This design comes from an exercise in tuning for small area and few clock cycles per item on the open sky130 flow, not from production work. The RTL was checked by simulation tests, not by an equivalence proof against the original design.

== run A ==
## ctl_pid
module ctl_pid (
    input  wire        clk,
    input  wire        rst,
    input  wire        in_valid,
    output wire        in_ready,
    input  wire        restart,
    input  wire [31:0] y,
    input  wire [31:0] ri,
    input  wire [31:0] u0,
    input  wire        slew_en,
    input  wire [30:0] slew,
    input  wire [23:0] kp,
    input  wire [23:0] ki,
    input  wire [23:0] kd,
    input  wire [23:0] kn,
    input  wire [31:0] lo,
    input  wire [31:0] hi,
    input  wire [31:0] rp_in,
    input  wire [31:0] yp_in,
    input  wire [47:0] d_in,
    input  wire [47:0] i_in,
    input  wire [31:0] u_prev_in,
    input  wire        reinit_in,
    output reg         out_valid,
    output reg  [31:0] u,
    output reg  [31:0] r_out,
    output reg  [47:0] d_out,
    output reg  [47:0] i_out
);
==> flow/config.mk <==
export PLATFORM = sky130hd
export DESIGN_NAME = ctl_pid
export DESIGN_NICKNAME = ctl_pid
export VERILOG_FILES = /design/flow/design.v
export SDC_FILE = /design/flow/constraint.sdc
export NUM_CORES = 4
export LEC_CHECK = 0
export CAP_MARGIN = 5
export CORE_MARGIN = 2
export CORE_UTILIZATION = 55
export CTS_BUF_LIST = sky130_fd_sc_hd__clkbuf_4 sky130_fd_sc_hd__clkbuf_8
export SLEW_MARGIN = 5
==> flow/constraint.sdc <==
create_clock -name core_clock -period 20.0 [get_ports {clk}]
set_input_delay 4.0000 -clock core_clock [delete_from_list [all_inputs] [get_ports {clk}]]
set_output_delay 4.0000 -clock core_clock [all_outputs]
set_load 0.01 [all_outputs]
standard.sh (not shown) runs the stock make flow with config.mk's settings and CLKGATE_MAP_FILE= SYNTH_SCRIPT=/design/flow/synth_recipe.tcl, a recipe that flattens the netlist after the stock synthesis.
==> flow/flow/run.sh <==
#!/bin/bash
# Own layout flow: the standard synthesis and layout, with these changes:
#  - synthesis maps the logic left after the full and half adders with an
#    area-oriented ABC script (flow/abc_area.script, through ABC_AREA=1 and a
#    copy of ORFS's scripts folder); registers are mapped before ABC runs, so
#    they are the standard synthesis's;
#  - after synthesis, flow/polopt.py re-picks the polarity of full adders and
#    XOR gates so that fewer inverters are needed (same registers, same
#    function; see the script);
#  - port buffering uses the smallest buffer, sky130_fd_sc_hd__buf_1;
#  - clock tree synthesis inserts no dummy loads.
# Each step's full output goes to a log file of its own in this folder.
set -euo pipefail
R=orfs/results/${FLOW_PLATFORM}/ctl_pid/base

rm -rf scripts_abc
cp -r "$FLOW_HOME/scripts" scripts_abc
cp flow/abc_area.script scripts_abc/abc_area.script
SCRIPTS_DIR="$PWD/scripts_abc" ABC_AREA=1 bash standard.sh synth > std_synth.log 2>&1

cp "$R/1_2_yosys.v" 1_2_yosys.std.v
python3 flow/polopt.py 1_2_yosys.std.v 1_2_yosys.polopt.v > polopt.log 2>&1
cp 1_2_yosys.polopt.v "$R/1_2_yosys.v"
rm -f "$R/1_synth.odb" "$R/1_synth.sdc" 1_2_yosys.std.v 1_2_yosys.polopt.v

export BUFFER_PORTS_ARGS="-buffer_cell sky130_fd_sc_hd__buf_1"
export CTS_ARGS="-sink_clustering_enable -repair_clock_nets -dont_use_dummy_load -buf_list {sky130_fd_sc_hd__clkbuf_4 sky130_fd_sc_hd__clkbuf_8}"
bash standard.sh finish > std_finish.log 2>&1
rm -rf scripts_abc
==> flow/flow/abc_area.script <==
&get -n
&st
&dch
&nf -R 1000 -p
&put
topo
stime -c
dnsize -c
Other scripts of this flow, unchanged in this note and not shown: flow/flow/polopt.py
Run A ran to completion and came out clean on the timing, DRC and antenna checks.
Testbench counts of run A, summed over its fixed seeds: cycles 32,016, items 32,000.
Modified inputs, run B compared to run A
Settings: a change of CAP_MARGIN from 5 to 20; a change of SLEW_MARGIN from 5 to 20.
==> flow/flow/abc_area.script <==
&get -n
&st
&dch
&nf -R 20 -p
&put
topo
stime -c
dnsize -c
From run A to run B, DRC violation count after routing did not move at all.
Of run A and run B, run B shows the higher half-perimeter wire length of the detailed placement result, with run A below it.
Of the two candidates, run A has the worse worst setup slack and run B the better one.
Fraction of area in registers: run B vs run A — no meaningful difference
Compared with run A, run B shows a via count that is 1,819 higher.
Run B vs. run A: proportion of layout cells with a drive suffix above 1 has decreased; number of vias per cell has increased; post-synthesis cell area has increased; routed length on met2 has increased.
Edits applied to the flow inputs when going from run B to run C:
==> flow/flow/abc_area.script <==
&get -n
&st
&dch
&nf -R 1000 -p
&put
topo
stime -c
dnsize -c
Notes after the runs:
Aggregate routed wire length down 1.6% in run C wrt run B. | setup slack | higher: run B |. Run C vs. run B: fraction of area in multi-input gates down 0.29 points, total placed instance area down 0.70%. Run C — share of the cycle needed by the critical path after routing 4.5 points higher, run B as reference.
The following lists how run D was set up differently from run C:
--- a/flow/flow/run.sh
+++ b/flow/flow/run.sh
@@ -10,3 +10,5 @@
 #  - port buffering uses the smallest buffer, sky130_fd_sc_hd__buf_1;
-#  - clock tree synthesis inserts no dummy loads.
+#  - clock tree synthesis inserts no dummy loads;
+#  - after global routing, cells on paths with slack to spare are downsized
+#    (ORFS's power recovery, RECOVER_POWER).
 # Each step's full output goes to a log file of its own in this folder.
@@ -27,2 +29,3 @@
 export CTS_ARGS="-sink_clustering_enable -repair_clock_nets -dont_use_dummy_load -buf_list {sky130_fd_sc_hd__clkbuf_4 sky130_fd_sc_hd__clkbuf_8}"
+export RECOVER_POWER=100
 bash standard.sh finish > std_finish.log 2>&1
- Of run C and run D, just one finished clean: run C.
- Per the comparison of run D with run C, setup slack of the critical path after layout decreased by 0.080 ns relative to the old numbers, total of max-cap violations up 5, worst hold slack was more or less identical, register-to-register slack dropped 0.67 ns.
- Run C -> run D: number of cells in the finished layout apart from fillers flat
- The cell with the largest stage delay on the worst path comes out sky130_fd_sc_hd__clkbuf_1 in one run and sky130_fd_sc_hd__nor3_2 in the other, namely in run D and run C respectively.
- Run D reports its end point of the critical path as icc[1] while run C reports i_out[1].
- Compared run C against run D; layout inverter count without the clock tree within noise.
- Compared run C against run D.
- Area growth from synthesis to final layout across run C and run D: no real change.
## Diff of input files: run E against run D
Settings: CAP_MARGIN: 20 -> 5; SLEW_MARGIN: 20 -> 5; CTS_BUF_LIST: sky130_fd_sc_hd__clkbuf_4 sky130_fd_sc_hd__clkbuf_8 -> sky130_fd_sc_hd__clkbuf_4.
--- a/flow/flow/run.sh
+++ b/flow/flow/run.sh
@@ -10,5 +10,3 @@
 #  - port buffering uses the smallest buffer, sky130_fd_sc_hd__buf_1;
-#  - clock tree synthesis inserts no dummy loads;
-#  - after global routing, cells on paths with slack to spare are downsized
-#    (ORFS's power recovery, RECOVER_POWER).
+#  - clock tree synthesis inserts no dummy loads.
 # Each step's full output goes to a log file of its own in this folder.
@@ -28,4 +26,3 @@
 export BUFFER_PORTS_ARGS="-buffer_cell sky130_fd_sc_hd__buf_1"
-export CTS_ARGS="-sink_clustering_enable -repair_clock_nets -dont_use_dummy_load -buf_list {sky130_fd_sc_hd__clkbuf_4 sky130_fd_sc_hd__clkbuf_8}"
-export RECOVER_POWER=100
+export CTS_ARGS="-sink_clustering_enable -repair_clock_nets -dont_use_dummy_load -buf_list {sky130_fd_sc_hd__clkbuf_4}"
 bash standard.sh finish > std_finish.log 2>&1
--- outcome ---
Although run D finished all stages, its layout failed final checks on max-capacitance violations, max-slew violations. Run E ran to completion and came out clean on the timing, DRC and antenna checks. Looking at maximum level of the CTS H-tree across run D and run E, the one that comes out higher is run E. Lower setup slack on the worst flop-to-flop path among run D and run E: run D. As far as post-synth net total goes, run E and run D are indistinguishable; the numbers are identical. Compared with run D, in run E fmax has increased; number of max-slew violations in the final report lower; wire length of the first global-routing pass about even. Cell with the largest stage delay on the worst path = sky130_fd_sc_hd__dfxtp_1: run E; cell with the largest stage delay on the worst path = sky130_fd_sc_hd__clkbuf_1: run D. Setup slack | run E above run D. Of the two values seen for critical path class, reg2out was produced by run E and reg2reg by run D. Diff run D..run E | average instance area after synthesis | unchanged. On number of standard cells in the final layout excluding fillers, the lower figure sits with run D, not run E.

## separate check: timing with driven ports
No port has a modelled driver above. Below, the same layouts with a new extraction and two added sets of constraints. Step 1, drivers: a clkbuf_16 drives clk and a buf_2 each remaining input, both assumed. Step 2 also shifts input and output timing later by t, the mid clock arrival at the registers, as if the neighbouring blocks saw the same clock. a / b / c = ideal / step 1 / step 2; a / b = the first two.
run	t, ns	setup slack, ns	hold WS [ns]
run A	1.004	1.024 / 0.923 / 1.642	0.227 / 0.227 / 0.227
run B	1.002	1.917 / 1.814 / 2.204	0.262 / 0.262 / 0.262
run C	0.994	1.018 / 0.918 / 1.605	0.234 / 0.234 / 0.234
run D	0.993	0.938 / 0.890 / 0.025	0.232 / 0.232 / 0.232
run E	1.346	1.109 / 1.009 / 1.620	0.244 / 0.244 / 0.244
The setup slack of run D, which loses most, moves by -0.048 ns with the drivers and by -0.913 ns with both steps.
